This design comes from an exercise in tuning for small area on the open sky130 flow, not from production work.
The RTL was checked by simulation tests, not by an equivalence proof against the original design.

run 1:
==> flow/design.v (excerpt) <==
module clu_eval (
    input  wire        clk,
    input  wire        rst,         
    input  wire        start,
    input  wire [1:0]  mode,        
    input  wire        rev,
    input  wire        d_on_pv,
    input  wire        irst,
    input  wire        inj_en,
    input  wire        inj_point,   
    input  wire [15:0] inj_sig,
    input  wire [15:0] pv,
    input  wire [15:0] sp,
    input  wire [15:0] ff,
    input  wire [15:0] man,
    input  wire [19:0] kp,          
    input  wire [19:0] ki,
    input  wire [19:0] kd,
    input  wire [15:0] df,
    input  wire [15:0] umin,
    input  wire [15:0] umax,
    input  wire [15:0] rate,
    input  wire [39:0] c_i,         
    input  wire [15:0] c_out,
    input  wire [15:0] c_err,
    input  wire [15:0] c_pv,
    input  wire [15:0] c_dstate,
    output wire        done,
    output wire [39:0] i_out,
    output wire [15:0] d_out,
    output wire [15:0] err_out,
    output wire [15:0] pv_out,
    output wire [15:0] cand_out,
    output wire        sat,
    output wire        ova,
    output wire        lim_inv,
    output wire        at_hi,
    output wire        at_lo,
    output wire        rate_lim
);
Size in the first run: ~2100 cells after synthesis, ~100 flip-flops, ~430 I/O pins, about 0.017 mm^2 of cells after synthesis.
Settings: LEC_CHECK=0, ABC_AREA=1, CAP_MARGIN=20, CORE_MARGIN=2, CORE_UTILIZATION=45, CTS_CLUSTER_DIAMETER=50, CTS_CLUSTER_SIZE=8, GPL_TIMING_DRIVEN=0, SLEW_MARGIN=20; clock period 90.0 ns.
standard.sh (not shown) runs the stock make flow with config.mk's settings and CLKGATE_MAP_FILE= SYNTH_SCRIPT=/design/flow/synth_recipe.tcl, a recipe that flattens the netlist after the stock synthesis.
==> flow/flow/run.sh <==
#!/bin/bash
# The standard ORFS layout (standard.sh), with two changes:
#  - the port buffers use the smallest buffer cell instead of the resizer's
#    pick (every input and output port still gets its own buffer);
#  - synthesis maps the logic with an area-oriented ABC script (the flip-flops
#    are mapped before ABC runs, so they are the standard synthesis's).
# The make output goes to standard_flow.log; ORFS keeps each step's log
# under orfs/logs.
set -euo pipefail
here=$(pwd)
rm -rf "$here/scripts_local"
cp -r "$FLOW_HOME/scripts" "$here/scripts_local"
cp "$here/flow/abc_area.script" "$here/scripts_local/abc_area.script"
export BUFFER_PORTS_ARGS="-buffer_cell sky130_fd_sc_hd__buf_1"
bash standard.sh SCRIPTS_DIR="$here/scripts_local" finish > standard_flow.log 2>&1
==> flow/flow/abc_area.script <==
strash
dch -f
amap -m -F 4 -A 10
mfs2 -a
strash
dch -f
amap -m -F 4 -A 10
mfs2 -a
strash
dch -f
amap -m -F 4 -A 10
topo
dnsize -c
Run 1 reached the final stage; the timing, design-rule and antenna checks on its layout passed.
What run 2 does differently from run 1 at the input level:
==> flow/flow/run.sh <==
#!/bin/bash
# The standard ORFS layout (standard.sh), with these changes:
#  - the port buffers use the smallest buffer cell instead of the resizer's
#    pick (every input and output port still gets its own buffer);
#  - synthesis maps all logic, adders included, with an area-oriented ABC
#    script instead of first extracting full/half-adder cells (the
#    flip-flops are mapped before ABC runs, so they are the standard
#    synthesis's).
# The make output goes to standard_flow.log; ORFS keeps each step's log
# under orfs/logs.
set -euo pipefail
here=$(pwd)
rm -rf "$here/scripts_local"
cp -r "$FLOW_HOME/scripts" "$here/scripts_local"
cp "$here/flow/abc_area.script" "$here/scripts_local/abc_area.script"
export BUFFER_PORTS_ARGS="-buffer_cell sky130_fd_sc_hd__buf_1"
bash standard.sh SCRIPTS_DIR="$here/scripts_local" ADDER_MAP_FILE= finish > standard_flow.log 2>&1
==> flow/flow/abc_area.script <==
strash
dch -f
amap -m -F 4 -A 10
mfs2 -a
strash
dch -f
amap -m -F 4 -A 10
mfs2 -a
strash
dch -f
amap -m -F 4 -A 10
mfs2 -a
strash
dch -f
amap -m -F 4 -A 10
mfs2 -a
strash
dch -f
amap -m -F 4 -A 10
topo
dnsize -c
## What came out
What run 2 reported for total wirelength of the detailed-routed design has to be multiplied by 0.911 to get the figure for run 1. Top routing layer in use = met4: run 1; top routing layer in use = met5: run 2. Between run 1 and run 2, number of antenna violations at the first check in global routing is lower for run 1, run 2 comes in above that. Wire length on met3 ended up 1.7 mm higher on run 2 than on run 1. In the tables for run 1 and run 2, total number of vias reads lower with run 1. Run 2 has completed all stages; timing, DRC and antenna checks passed. Taking run 1 as the reference, in run 2 utilization after layout lost 0.60 points.
What run 3 does differently from run 2 at the input level:
# run 2
export LEC_CHECK = 0
export ABC_AREA = 1
export CAP_MARGIN = 20
export CORE_MARGIN = 2
export CORE_UTILIZATION = 45
export CTS_CLUSTER_DIAMETER = 50
export CTS_CLUSTER_SIZE = 8
export GPL_TIMING_DRIVEN = 0
export SLEW_MARGIN = 20
create_clock -name core_clock -period 90.0 [get_ports {clk}]
# run 3
export LEC_CHECK = 0
export ABC_AREA = 1
export CAP_MARGIN = 5
export CORE_MARGIN = 2
export CORE_UTILIZATION = 45
export CTS_CLUSTER_DIAMETER = 50
export CTS_CLUSTER_SIZE = 8
export GPL_TIMING_DRIVEN = 0
export SLEW_MARGIN = 5
create_clock -name core_clock -period 90.0 [get_ports {clk}]
--- outcome ---
- Run 2: full flow OK, the timing, design-rule and antenna checks passed
- Layout checks on run 3: not met. Flow itself completed; violations: max-capacitance violations, max-slew violations.
- For worst hold slack, run 3 and run 2 come out practically identical.
- Diff run 3..run 2 | post-detailed-route DRC marker count | unchanged
- Relative to run 2, total routing resource utilization after global routing has gone down in run 3.
- Going from run 2 to run 3, number of placed cells counting well taps level; wire length went down; number of logic stages on the critical path including buffering has decreased; final clock period utilization by the worst path moved up.
- Looking at run 2 and run 3, the number of antenna diodes is a wash.
For run 4, these inputs were changed with respect to run 3:
# run 3
export LEC_CHECK = 0
export ABC_AREA = 1
export CAP_MARGIN = 5
export CORE_MARGIN = 2
export CORE_UTILIZATION = 45
export CTS_CLUSTER_DIAMETER = 50
export CTS_CLUSTER_SIZE = 8
export GPL_TIMING_DRIVEN = 0
export SLEW_MARGIN = 5
create_clock -name core_clock -period 90.0 [get_ports {clk}]
# run 4
export LEC_CHECK = 0
export ABC_AREA = 1
export CAP_MARGIN = 20
export CORE_MARGIN = 2
export CORE_UTILIZATION = 45
export CTS_CLUSTER_DIAMETER = 100
export CTS_CLUSTER_SIZE = 20
export SLEW_MARGIN = 20
create_clock -name core_clock -period 90.0 [get_ports {clk}]
[summary]
Status for run 3 and run 4: clean finish in run 4 only. Run 3 → run 4: number of diodes added for antenna fixing has increased, final standard cell utilization of the core has increased, relative slew slack has increased.
Setup changes, run 4 to run 5
# run 4
export LEC_CHECK = 0
export ABC_AREA = 1
export CAP_MARGIN = 20
export CORE_MARGIN = 2
export CORE_UTILIZATION = 45
export CTS_CLUSTER_DIAMETER = 100
export CTS_CLUSTER_SIZE = 20
export SLEW_MARGIN = 20
create_clock -name core_clock -period 90.0 [get_ports {clk}]
# run 5
export LEC_CHECK = 0
export ABC_AREA = 1
export CAP_MARGIN = 20
export CORE_MARGIN = 2
export CORE_UTILIZATION = 45
export CTS_CLUSTER_DIAMETER = 50
export CTS_CLUSTER_SIZE = 8
export SLEW_MARGIN = 20
create_clock -name core_clock -period 90.0 [get_ports {clk}]
==> flow/flow/run.sh <==
#!/bin/bash
# The standard ORFS layout (standard.sh), with two changes:
#  - the port buffers use the smallest buffer cell instead of the resizer's
#    pick (every input and output port still gets its own buffer);
#  - synthesis maps the logic with an area-oriented ABC script (the flip-flops
#    are mapped before ABC runs, so they are the standard synthesis's).
# The make output goes to standard_flow.log; ORFS keeps each step's log
# under orfs/logs.
set -euo pipefail
here=$(pwd)
rm -rf "$here/scripts_local"
cp -r "$FLOW_HOME/scripts" "$here/scripts_local"
cp "$here/flow/abc_area.script" "$here/scripts_local/abc_area.script"
export BUFFER_PORTS_ARGS="-buffer_cell sky130_fd_sc_hd__buf_1"
bash standard.sh SCRIPTS_DIR="$here/scripts_local" finish > standard_flow.log 2>&1
==> flow/flow/abc_area.script <==
strash
dch -f
amap -m -F 4 -A 10
mfs2 -a
strash
dch -f
amap -m -F 4 -A 10
mfs2 -a
strash
dch -f
amap -m -F 4 -A 10
topo
dnsize -c
## What came out
Summary of run 5 over run 4: flip-flop and latch count about even, wire length of the first global-routing pass fell 12%.
Setup slack on the worst flop-to-flop path on run 5 is down relative to run 4.
Delta (run 5 minus run 4): gate count after technology mapping shows a reduction of 602, netlist area before placement saw an increase.
Changes in run 6 relative to run 5:
==> flow/flow/run.sh <==
#!/bin/bash
# The standard ORFS layout (standard.sh), with these changes:
#  - the port buffers use the smallest buffer cell instead of the resizer's
#    pick (every input and output port still gets its own buffer);
#  - synthesis maps all logic, adders included, with an area-oriented ABC
#    script instead of first extracting full/half-adder cells (the
#    flip-flops are mapped before ABC runs, so they are the standard
#    synthesis's).
# The make output goes to standard_flow.log; ORFS keeps each step's log
# under orfs/logs.
set -euo pipefail
here=$(pwd)
rm -rf "$here/scripts_local"
cp -r "$FLOW_HOME/scripts" "$here/scripts_local"
cp "$here/flow/abc_area.script" "$here/scripts_local/abc_area.script"
export BUFFER_PORTS_ARGS="-buffer_cell sky130_fd_sc_hd__buf_1"
bash standard.sh SCRIPTS_DIR="$here/scripts_local" ADDER_MAP_FILE= finish > standard_flow.log 2>&1
==> flow/flow/abc_area.script <==
strash
dch -f
amap -m -F 4 -A 10
mfs2 -a
strash
dch -f
amap -m -F 4 -A 10
mfs2 -a
strash
dch -f
amap -m -F 4 -A 10
mfs2 -a
strash
dch -f
amap -m -F 4 -A 10
mfs2 -a
strash
dch -f
amap -m -F 4 -A 10
topo
dnsize -c
Results
- Run 6: worst setup slack after placement higher than run 5
- Final critical delay including setup and external delays: run 6 and run 5 compared, higher one is run 5
- [run 6 vs run 5] global-route usage: higher in run 6
- Looking at slowest library cell on the worst path, the sky130_fd_sc_hd__a21oi_1 result is from run 6; the sky130_fd_sc_hd__ha_1 one comes from run 5.
- The multi-input gate share of total cell area number comes out lower for run 5 vs run 6.
- [run 6 vs run 5] final routed wire length divided by cell count: lower in run 6
- Run 6 — via count about 23% higher, run 5 as reference
- For synthesized cell count, dividing the value from run 5 by the value from run 6 gives 0.77.
- Taking run 6 as 1.0, run 5 lands at 0.825 on final instance count without filler cells.

-- port drivers added, routing unchanged --
How much do the figures lean on ideal ports? The routed layouts below were timed once more, with nothing changed but the port constraints.
Step 1 sets driving cells, clkbuf_16 on the clock port and buf_2 on the other inputs (assumed; they add their load-dependent delay and slew).
Step 2 times the ports against the registers' clock, not the clock port: input delays grow and output delays shrink by t, the midpoint of the rising clock arrivals with the driver on.
Slacks: ideal ports / drivers / drivers and shift; pairs: ideal ports / drivers.
run | t, ns | setup WS [ns] | hold slack, ns | worst setup path at the end | cell pins on the clock port's net
run 1 | 0.417 | 2.225 / 2.198 / 2.198 | 0.519 / 0.519 / 0.519 | input to output | 1
run 2 | 0.419 | 16.385 / 16.309 / 16.309 | 0.490 / 0.490 / 0.490 | input to output | 1
run 3 | 0.424 | 15.814 / 15.728 / 15.728 | 0.487 / 0.487 / 0.487 | input to output | 1
run 4 | 0.416 | 19.957 / 19.929 / 19.929 | 0.546 / 0.546 / 0.546 | input to output | 1
run 5 | 0.412 | 4.033 / 4.009 / 4.009 | 0.521 / 0.521 / 0.521 | input to output | 1
run 6 | 0.416 | 19.957 / 19.929 / 19.929 | 0.546 / 0.546 / 0.546 | input to output | 1
For run 3, which loses most, drivers alone change the setup slack by -0.086 ns; drivers and shift together by -0.086 ns.
